This is an optimization exercise on Yosys and OpenROAD, whose aim is small area and a short achievable clock period, not a production implementation. Power is estimated from default activity; no workload was simulated.

before:
// mem_ecc_codec
module mem_ecc_codec (
    input  wire        clk,
    input  wire        rst_n,
    input  wire        in_valid,
    input  wire [1:0]  in_op,
    input  wire [63:0] in_data,
    input  wire [7:0]  in_check,
    output reg         out_valid,
    output wire [63:0] out_data,
    output wire [7:0]  out_check,
    output wire [1:0]  out_status,
    output wire [7:0]  out_syndrome,
    output wire [6:0]  out_pos
);
Size: about 170 I/O pins.
export LEC_CHECK = 0
export CAP_MARGIN = 20
export CORE_MARGIN = 2
export CORE_UTILIZATION = 40
export SETUP_SLACK_MARGIN = 3.5
export SLEW_MARGIN = 20
create_clock -name core_clock -period 8.0 [get_ports {clk}]
standard.sh (not shown) runs the stock make flow with config.mk's settings and CLKGATE_MAP_FILE= SYNTH_SCRIPT=/design/flow/synth_recipe.tcl, a recipe that flattens the netlist after the stock synthesis.
==> flow/flow/run.sh <==
#!/bin/bash
# Standard layout, with plain buffers on the ports instead of the delay cells
# buffer_ports picks by default.
set -euo pipefail
bash standard.sh BUFFER_PORTS_ARGS="-buffer_cell sky130_fd_sc_hd__buf_1" finish > make_finish.log 2>&1
## Diff of input files: after against before
diff --git a/flow/design.v b/flow/design.v
--- a/flow/design.v
+++ b/flow/design.v
@@ -271,28 +271,37 @@
         end
     end
     wire [63:0] hm;
     genvar g;
     generate for (g = 0; g < 64; g = g + 1) begin : g_hm
         assign hm[g] = lo[HCOL[8*g +: 4]] & hi[HCOL[8*g+4 +: 4]];
     end endgenerate
     wire [7:0] hcf = {hi[8] & lo[0], hi[4] & lo[0], hi[2] & lo[0], hi[1] & lo[0],
                       lo[8] & hi[0], lo[4] & hi[0], lo[2] & hi[0], lo[1] & hi[0]};
     reg [6:0] hps;
+    reg       hit;
     integer   k, i;
     always @* begin
         hps = 7'd0;
-        for (k = 0; k < 64; k = k + 1) if (hm[k]) hps = hps | k[6:0];
-        for (i = 0; i < 8; i = i + 1) if (hcf[i]) hps = hps | (7'd64 + i[6:0]);
+        hit = 1'b0;
+        for (k = 0; k < 64; k = k + 1)
+            if (t_q == HCOL[8*k +: 8]) begin
+                hps = k[6:0];
+                hit = 1'b1;
+            end
+        for (i = 0; i < 8; i = i + 1)
+            if (t_q == (8'h01 << i)) begin
+                hps = 7'd64 + i[6:0];
+                hit = 1'b1;
+            end
     end
-    wire hit = |hm | |hcf;
-    wire [1:0] hst = {hdec_q & (t_q != 8'h00) & ~hit, hit};
+    wire [1:0] hst = {hdec_q & (t_q != 8'h00) & ~hit, hdec_q & hit};
     wire [2:0] a0q = d_q[34:32], a1q = d_q[37:35];
     wire [4:0] b0q = d_q[42:38], b1q = d_q[47:43];
     reg  [2:0] jm3q;
     reg  [4:0] jm5q;
     integer    r, q;
     always @* begin
         for (r = 0; r < 3; r = r + 1) begin
             jm3q[r] = 1'b0;
             for (q = 0; q < 3; q = q + 1) jm3q[r] = jm3q[r] | (a0q[q] & a1q[(q + r) % 3]);
         end
@@ -316,12 +325,12 @@
     wire [3:0] rps  = {re[8] | re[9], re[4] | re[5] | re[6] | re[7],
                        re[2] | re[3] | re[6] | re[7], re[1] | re[3] | re[5] | re[7] | re[9]};
     wire [1:0] rst  = {rdec_q & (t_q != 8'h00) & ~rhit, rdec_q & rhit};
     wire senc = op1_q & ~dec_q;
     assign out_data[31:0]  = d_q[31:0] ^ (hm[31:0] | rfl);
     assign out_data[47:32] = (d_q[47:32] ^ hm[47:32]) & {16{op1_q}};
     assign out_data[63:48] = d_q[63:48] ^ hm[63:48];
     assign out_check       = senc ? t_q : (c_q ^ (hcf | rcf));
     assign out_status      = op1_q ? hst : rst;
     assign out_syndrome    = t_q & {8{dec_q}};
-    assign out_pos         = op1_q ? hps : {3'b000, rps & {4{rdec_q}}};
+    assign out_pos         = op1_q ? (hps & {7{hdec_q}}) : {3'b000, rps & {4{rdec_q}}};
 endmodule
after vs before: count of plain and timing-repair buffers in the layout up in after. Detailed-routed wire length on met2, after vs before: down by a few percent. Comparing before with after, the worst hold margin came out essentially unchanged. Compared with before, after shows switching power share of the total higher by 2.2 points. Re met2 usage in global routing: after is 2.9 points down on before. Comparing after and before, the lower cell area after layout was measured on before. When the final numbers for after and before were put side by side, the total routing usage reported by global routing turned out to be smaller in after. after: final critical path time including I/O delays and setup 0.041 ns below before.
No functional check of the RTL was part of any run of this note.

## static timing again, ports no longer ideal
In the flow no input, the clock included, has a driving cell. The finished layouts below were timed again as built, in two steps.
Step 1 sets driving cells, clkbuf_16 on the clock port and buf_2 on the other inputs (assumed; they add their load-dependent delay and slew).
Step 2, shift: input delay + t, output delay - t, t = (earliest + latest rising clock arrival at the registers) / 2. This alone moves slack from input paths to output paths.
a / b / c = ideal ports / drivers / drivers and shift; a / b = the first two.
run	t (ns)	setup slack, ns	hold slack, ns	worst setup path after step 2	clock arrival spread, ns
before	0.389	3.589 / 3.543 / 3.377	1.441 / 1.417 / 1.805	input to register	0.013 / 0.013
after	0.380	3.630 / 3.591 / 3.458	1.443 / 1.424 / 1.803	input to register	0.012 / 0.011
After both steps every run listed still meets setup and hold. The setup slack of before, which loses most, moves by -0.046 ns with the drivers and by -0.212 ns with both steps.
